Source: an optimization exercise on an open RTL-to-GDS flow (aim: small area, a short achievable clock period and few clock cycles). Production flows keep margins and buffers that such runs may drop. The RTL was checked by simulation tests, not by an equivalence proof against the original design. No activity file was given, so power comes from the tool's default toggle rates.

==> design/flow/design.v <==
module flush_elem (
    input  wire [3:0]        fmt,
    input  wire [7:0]        x,
    output reg               sign,
    output reg  [7:0]        mag,
    output reg  signed [5:0] exp,
    output wire              is_zero,
    output reg               is_inf,
    output reg               is_nan
);
    always @* begin
        sign   = 1'b0;
        mag    = 8'd0;
        exp    = 6'sd0;
        is_inf = 1'b0;
        is_nan = 1'b0;
        case (fmt)
            4'h0: begin  
                sign = x[3];
                mag  = x[3] ? {4'd0, 4'd0 - x[3:0]} : {4'd0, x[3:0]};
            end
            4'h1: begin  
                sign = x[7];
                mag  = x[7] ? (8'd0 - x) : x;
            end
            4'h3: begin  
                sign = x[7];
                if (x[6:3] == 4'd0) begin
                    mag = {5'd0, x[2:0]};
                    exp = -6'sd9;
                end else begin
                    mag = {4'd0, 1'b1, x[2:0]};
                    exp = $signed({2'b00, x[6:3]}) - 6'sd10;
                end
                is_nan = (x[6:0] == 7'h7F);
            end
            4'h4: begin  
                sign = x[7];
                if (x[6:2] == 5'd0) begin
                    mag = {6'd0, x[1:0]};
                    exp = -6'sd16;
                end else begin
                    mag = {5'd0, 1'b1, x[1:0]};
                    exp = $signed({1'b0, x[6:2]}) - 6'sd17;
                end
                is_inf = (x[6:2] == 5'h1F) && (x[1:0] == 2'd0);
                is_nan = (x[6:2] == 5'h1F) && (x[1:0] != 2'd0);
            end
            4'h5: begin  
                sign = x[5];
                if (x[4:3] == 2'd0) begin
                    mag = {5'd0, x[2:0]};
                    exp = -6'sd3;
                end else begin
                    mag = {4'd0, 1'b1, x[2:0]};
                    exp = $signed({4'b0000, x[4:3]}) - 6'sd4;
                end
            end
            4'h6: begin  
                sign = x[5];
                if (x[4:2] == 3'd0) begin
                    mag = {6'd0, x[1:0]};
                    exp = -6'sd4;
                end else begin
                    mag = {5'd0, 1'b1, x[1:0]};
                    exp = $signed({3'b000, x[4:2]}) - 6'sd5;
                end
            end
            default: ;
        endcase
    end
    assign is_zero = (mag == 8'd0);
endmodule
module flush_term (
    input  wire [3:0]        fmt_a,
    input  wire [3:0]        fmt_b,
    input  wire [7:0]        a,
    input  wire [7:0]        b,
    input  wire signed [7:0] level,
    output reg  [1:0]        tag,       
    output reg  [95:0]       t,         
    output reg               inexact    
);
    localparam [1:0] NUM = 2'd0, PINF = 2'd1, NINF = 2'd2, NAN = 2'd3;
    wire              sa, sb, za, zb, ia, ib, na, nb;
    wire [7:0]        ma, mb;
    wire signed [5:0] ea, eb;
    flush_elem dec_a (.fmt(fmt_a), .x(a), .sign(sa), .mag(ma), .exp(ea),
                      .is_zero(za), .is_inf(ia), .is_nan(na));
    flush_elem dec_b (.fmt(fmt_b), .x(b), .sign(sb), .mag(mb), .exp(eb),
                      .is_zero(zb), .is_inf(ib), .is_nan(nb));
    wire        sign = sa ^ sb;
    wire [15:0] mag  = ma * mb;
    wire signed [9:0] s = {{4{ea[5]}}, ea} + {{4{eb[5]}}, eb} + 10'sd48 - {{2{level[7]}}, level};
    reg  [110:0] up;       
    reg  [34:0]  down;     
    reg  [15:0]  rmag;     
    reg  [95:0]  tmag;
    reg          round_up;
    always @* begin
        if (na || nb || (ia && zb) || (ib && za))
            tag = NAN;
        else if (ia || ib)
            tag = sign ? NINF : PINF;
        else
            tag = NUM;
        up       = 111'd0;
        down     = 35'd0;
        rmag     = 16'd0;
        round_up = 1'b0;
        tmag     = 96'd0;
        inexact  = 1'b0;
        if (tag == NUM && mag != 16'd0) begin
            if (s >= 10'sd96) begin
                tmag    = 96'd0;
                inexact = 1'b1;
            end else if (s >= 10'sd0) begin
                up      = {95'd0, mag} << s[6:0];
                tmag    = up[95:0];
                inexact = (up[110:96] != 15'd0) || (up[95] && up[94:0] != 95'd0);
            end else if (s >= -10'sd20) begin
                down     = {mag[14:0], 20'd0} >> (-s);
                round_up = down[19] && ((down[18:0] != 19'd0) || down[20]);
                rmag     = {1'b0, down[34:20]} + {15'd0, round_up};
                tmag     = {80'd0, rmag};
                inexact  = (down[19:0] != 20'd0);
            end else begin
                tmag    = 96'd0;
                inexact = 1'b1;
            end
        end
        t = sign ? (96'd0 - tmag) : tmag;
    end
endmodule
module flush_dot4 (
    input  wire        clk,
    input  wire        rst,
    input  wire        in_valid,
    output wire        in_ready,
    input  wire        in_clear,
    input  wire        in_read,
    input  wire [7:0]  in_level,
    input  wire [3:0]  in_fmt_a,
    input  wire [3:0]  in_fmt_b,
    input  wire [3:0]  in_en,
    input  wire [31:0] in_a,
    input  wire [31:0] in_b,
    output reg         out_valid,
    output reg  [95:0] out_acc,
    output reg  [1:0]  out_tag,
    output reg         out_inexact
);
    localparam [1:0] NUM = 2'd0, PINF = 2'd1, NINF = 2'd2, NAN = 2'd3;
    reg [95:0] acc;
    reg [1:0]  acc_tag;
    reg        acc_inexact;
    wire [1:0]  term_tag [0:3];
    wire [95:0] term     [0:3];
    wire        term_inx [0:3];
    genvar i;
    generate
        for (i = 0; i < 4; i = i + 1) begin : lane
            flush_term u_term (
                .fmt_a   (in_fmt_a),
                .fmt_b   (in_fmt_b),
                .a       (in_a[8*i +: 8]),
                .b       (in_b[8*i +: 8]),
                .level   (in_level),
                .tag     (term_tag[i]),
                .t       (term[i]),
                .inexact (term_inx[i])
            );
        end
    endgenerate
    reg [95:0] base, sum;
    reg [1:0]  base_tag, new_tag;
    reg        base_inx, new_inx;
    reg        any_nan, any_pinf, any_ninf;
    integer    k;
    always @* begin
        base     = in_clear ? 96'd0 : acc;
        base_tag = in_clear ? NUM   : acc_tag;
        base_inx = in_clear ? 1'b0  : acc_inexact;
        sum      = base;
        new_inx  = base_inx;
        any_nan  = (base_tag == NAN);
        any_pinf = (base_tag == PINF);
        any_ninf = (base_tag == NINF);
        for (k = 0; k < 4; k = k + 1) begin
            if (in_en[k]) begin
                sum      = sum + term[k];
                new_inx  = new_inx | term_inx[k];
                any_nan  = any_nan  | (term_tag[k] == NAN);
                any_pinf = any_pinf | (term_tag[k] == PINF);
                any_ninf = any_ninf | (term_tag[k] == NINF);
            end
        end
        if (any_nan || (any_pinf && any_ninf))
            new_tag = NAN;
        else if (any_pinf)
            new_tag = PINF;
        else if (any_ninf)
            new_tag = NINF;
        else
            new_tag = NUM;
    end
    assign in_ready = 1'b1;
    always @(posedge clk) begin
        if (rst) begin
            acc         <= 96'd0;
            acc_tag     <= NUM;
            acc_inexact <= 1'b0;
            out_valid   <= 1'b0;
            out_acc     <= 96'd0;
            out_tag     <= NUM;
            out_inexact <= 1'b0;
        end else begin
            out_valid <= 1'b0;
            if (in_valid) begin
                acc         <= sum;
                acc_tag     <= new_tag;
                acc_inexact <= new_inx;
                if (in_read) begin
                    out_valid   <= 1'b1;
                    out_acc     <= sum;
                    out_tag     <= new_tag;
                    out_inexact <= new_inx;
                end
            end
        end
    end
endmodule
==> design/flow/run.sh <==
#!/bin/bash
# synth_recipe.tcl (not shown) runs the flow's synth.tcl, then flattens the netlist and writes it again
# the make line also repeats each setting of config.mk as NAME=value (left out here)
make -C /OpenROAD-flow-scripts/flow DESIGN_CONFIG=/design/flow/config.mk WORK_HOME=/design/flow/orfs CLKGATE_MAP_FILE= SYNTH_SCRIPT=/design/flow/synth_recipe.tcl finish
==> design/flow/config.mk <==
export PLATFORM = sky130hd
export DESIGN_NAME = flush_dot4
export DESIGN_NICKNAME = flush_dot4
export VERILOG_FILES = /design/flow/design.v
export SDC_FILE = /design/flow/constraint.sdc
export NUM_CORES = 4
export LEC_CHECK = 0
export ABC_CLOCK_PERIOD_IN_PS = 25000
export CAP_MARGIN = 20
export CELL_PAD_IN_SITES_DETAIL_PLACEMENT = 2
export CELL_PAD_IN_SITES_GLOBAL_PLACEMENT = 4
export CORE_MARGIN = 2
export CORE_UTILIZATION = 30
export PLACE_DENSITY = 0.45
export SLEW_MARGIN = 20
==> design/flow/constraint.sdc <==
create_clock -name core_clock -period 30.0 [get_ports {clk}]
set_input_delay 6.0000 -clock core_clock [delete_from_list [all_inputs] [get_ports {clk}]]
set_output_delay 6.0000 -clock core_clock [all_outputs]
set_load 0.01 [all_outputs]
==> flow_results.org <==
** Outcome
- Result of the run :: finished clean

** Floorplanning
- After floorplanning, the core was divided into 190 placement rows.
- The core region is 268,000 um^2.
- Vertical extent of the die :: 522 um
- The die covers around 270,000 um^2.
- Once the floorplan was initialized, standard cells occupied 30.1% of the core.
- Count of boundary I/O pins :: 190
- Die W :: around 520 um

** Worst setup path
- Among all stages on the critical path, the largest delay is contributed by mux4_2.
- Counting stages on the worst path, the most repeated cell is a21o_1.
- Class of the most critical setup path :: in2reg
- Worst path max stage delay :: roughly 600 ps
- In this run the worst path has a maximum fanout of 21.
- Launching element type of the critical path :: input pin
- Crit end category :: flip-flop
- STA puts the critical path data arrival time at 29,480 ps.
- For the worst flop-to-flop path, the logic depth is 59.
- At the worst endpoint, the required time is a little over 30,000 ps.

** Synthesis
- Simple-gate area share of the yosys netlist :: 26.8%
- Syn nets :: 13,040
- Dividing the synthesized area by the synthesized cell count gives 6.66 um^2.
- Post-synthesis cell type with the largest combined area :: ha_1
- In the synthesized netlist the async set-or-reset flop fraction comes to 0%.
- Number of enable flip-flop cells after synthesis :: 0
- Compound-gate portion of the synthesized area :: 34.7%
- The synthesized netlist devotes 14.7% of its cell area to adder and majority cells.
- The Yosys step of the flow raised 3 warnings.
- By area the synthesized netlist is led by ha_1, a21oi_1, nor2_1.
- Largest family of logic cells by synthesized area :: compound AO/OA/AOI/OAI gates
- Synth Instances :: 12,096
- Among all flip-flop cells after synthesis, the most frequent one is dfxtp_1.
- Summing every instance area after synthesis gives 80,600 um^2.
- Synthesis inferred 199 register bits.
- Count of unique library cells instantiated by Yosys :: 134
- Sequential cells were found to cover 4.94% of the synthesized design area.
- Area share of xor/xnor cells in the synthesized design :: around 8.1%
- Of the post-synthesis cell area, the dominant cell type holds 10.9%.
- The portion of synthesized area spent on multiplexers is under 10%.

** Clock network
- Number of H-tree branching levels :: 4
- Hold repair after CTS inserted 0 buffers.
- The clock passes through at most 2 buffers.
- TritonCTS clock tree :: yes
- Insertion delay of the later-clocked pin in the worst-skew pair :: 520 ps
- Clock transition at path regs :: 90 ps
- For this design, the sink count on the clock tree is 199.
- Cell chosen for the clock root :: clkbuf_16
- In this run, CTS created clock tree buffers numbering 17.

** Timing
- Clock skew on the completed layout was measured at just over 30 ps.
- Measured against its own limit, the worst slew margin works out to 8.21%.
- Number of max-slew violations in the final report :: 0
- Based on the critical path, the design can be clocked at up to 0.0343 GHz.
- Setup slack on the critical path of the routed design comes to approximately 890 ps.
- Dividing the final minimum period by the clock period gives 97.0%.
- At the pin with the least slew margin, the transition time is 1370 ps.
- Setup violations remaining at the end of the flow were counted as 0.
- Number of failing hold endpoints at the final stage :: 0
- The routed design could run at a clock period as short as roughly 29,000 ps.

** Worst hold path
- The worst hold path belongs to the class reg2reg.
- Hold Path Stages :: 2

** Finish
- After the flow finishes, the layout carries non-filler instances totaling 15,564.
- Of the cells placed in the final design, the portion with a size suffix greater than 1 is under 10%.
- Final core utilization :: 33.2%
- The area growth from synthesis to layout is 10.2%.
- Final-stage net count :: 12,931
- Counting the fill cells in the layout gives roughly 32,000.

** Pwr
- VDD sags by at most around 0.000053 V.
- Summing internal, switching and leakage power gives 6910 uW.
- Static leakage :: 0.0382 uW
- Power spread over the standard cell area amounts to approximately 78 nW/um^2.

** Drt
- Remaining antenna violation count :: 0
- After detailed routing, the number of vias per cell comes to 6.41.
- DRC violations left :: 0
- Vias after detailed routing :: between 90,000 and 100k
- Routed WL :: 524 mm
- Average wire per standard cell :: 33.7 um
- Starting DRT DRC Count :: 9,155
- Detailed-routing iteration count for the pre-antenna-repair pass :: 6

** Placement
- Placed Cells :: ~16,000
- Pre-CTS setup slack :: -1750 ps
- After legalization and detailed placement, the total HPWL measured 440 mm.
- Placer congestion estimate :: 1.00
- Buffers placed on the I/O ports in this run total 188.

** Global route
- Entering global routing, the biggest net connects 123 pins.
- Wire length of the first global-routing pass :: between 700 and 800 mm
- Number of antenna violations at the first check in global routing :: 28
- Via count of the first global-routing pass :: 101,834
- Summed over all layers, the global routing overflow is 0.
- Global routing consumed, over all layers together, 36.9% of the routing resources.

** Run
- Max_cap viols :: 0
critical path: cells and delay by family:
family	cells	cell delay (ps)
compound gates	55	12320
xor+xnor	5	1050
fa+ha+maj	9	3960
buf+inv	9	1980
mux	2	960
simple gates	12	3170
cells in the final DEF, fill, tap and decap left out, drive strengths merged, types with 99 or more instances in the layout:
cell type / synthesis / routed
nor2: 1299 / 1299
xor2: 284 / 284
nand3: 351 / 351
o22ai: 100 / 100
o21ai: 863 / 863
inv: 545 / 556
o21a: 99 / 99
ha: 699 / 699
and2: 168 / 168
clkdlybuf4s50: 0 / 177
mux2i: 113 / 113
nand2: 1277 / 1277
and3: 154 / 154
o211ai: 122 / 122
dfxtp: 199 / 199
a31oi: 216 / 216
mux2: 186 / 186
xnor2: 453 / 453
nand2b: 141 / 141
buf: 91 / 403
nor2b: 204 / 204
nor4: 102 / 102
fa: 156 / 156
o31ai: 141 / 141
nor3: 273 / 273
a211oi: 257 / 257
a21o: 382 / 382
a21oi: 1070 / 1070
nand4: 146 / 146
stage by stage:
stage          hold slack [ps]  TNS, ps  area, um^2
2_1_floorplan              436        0       80600
3_3_place_gp               445   -35050       87400
3_5_place_dp               460   -53280       87400
4_1_cts                    472        0       88200
5_1_grt                    502    -7.76       88800
6_report                   472        0       88800
report_power, final:
| part | internal, uW | switching (uW) | total [uW] |
|---|---|---|---|
| Clock | 120 | 154 | 274 |
| Sequential | 298 | 39.5 | 338 |
| Combinational | 1810 | 4480 | 6290 |
| Total | 2230 | 4670 | 6910 |
cell families after synthesis:
| group | count (synthesis) |
|---|---|
| adders and majority gates | 855 |
| AOI/OAI and AO/OA | 4228 |
| and+or+nand+nor | 4486 |
| other | 1 |
| xor gates and xnor gates | 738 |
| DFF | 199 |
| muxes | 326 |
| buffers and inverters | 1263 |
path summary, 6_finish.rpt:
kind / startpoint / endpoint / slack [ps]
setup / recovery: in_fmt_b[3] / acc[95] / 890
hold reg to reg: acc[66] / acc[66] / 470
hold / removal: acc[66] / acc[66] / 470
setup reg to reg: acc[1] / acc[95] / 14530
state kept, by name, summed over array words and instances, names as in the netlist:
register / flops
acc_inexact: 1
out_acc: 96
out_valid: 1
acc: 96
out_tag: 2
out_inexact: 1
acc_tag: 2
Yosys cell counts, types with 156 or more instances:
cell      count
dfxtp_1     199
a21o_1      382
o21ai_0     842
a21oi_1    1066
nand3_1     347
ha_1        699
mux2_2      184
clkbuf_1    621
nand2_1    1277
xor2_1      284
nor2b_1     204
nor3_1      263
xnor2_1     451
a211oi_1    244
inv_1       540
and2_1      158
nor2_1     1296
a31oi_1     214
fa_1        156
what timing repair did:
| item | CTS | global route |
|---|---|---|
| setup buffers | 1 | 12 |
| resized for setup | 10 | 106 |
| hold endpoints to repair | 0 | 0 |
| endpoints found under the setup margin | 52 | 69 |
| pin swaps | 1 | 11 |
| gates cloned | 0 | 0 |
cell type report:
class | instances | area [um^2] | share of cell area [%]
diodes | 12 | 30.0 | 0.0338
clock buffers | 17 | 425 | 0.479
clock inverters | 15 | 236 | 0.266
inverters | 550 | 2060 | 2.32
multi-input cells | 10634 | 72700 | 81.9
flip-flops and latches | 199 | 3980 | 4.49
well taps | 3552 | 4440 | 5.00
repair buffers | 585 | 4870 | 5.48
layer usage:
| layer | track usage, % | part of all wire [%] | up-vias |
|---|---|---|---|
| met4 | 13.2 | 4.3 | 6 |
| met2 | 58.9 | 44 | 3037 |
| met5 | 0 | 0.0084 | - |
| li1 | - | - | 44371 |
| met3 | 3.58 | 5.5 | 599 |
| met1 | 51.2 | 46 | 51719 |
Testbench counts, summed over its fixed seeds: cycles 12,008.

separate check: timing with driven ports:
In the flow no input, the clock included, has a driving cell. The finished layout below was timed again as built, in two steps.
Step 1 assumes that a clkbuf_16 drives the clock port and a buf_2 every other input.
Step 2 also shifts input and output timing later by t, the mid clock arrival at the registers, as if the neighbouring blocks saw the same clock.
Slacks: ideal ports / drivers / drivers and shift; pairs: ideal ports / drivers.
t, ns: 0.574
setup WS [ns]: 0.887 / 0.916 / 0.342
pins driven straight from the clock port: 1
After both steps this run still meets setup and hold. For this run, drivers alone change the setup slack by +0.029 ns; drivers and shift together by -0.545 ns.
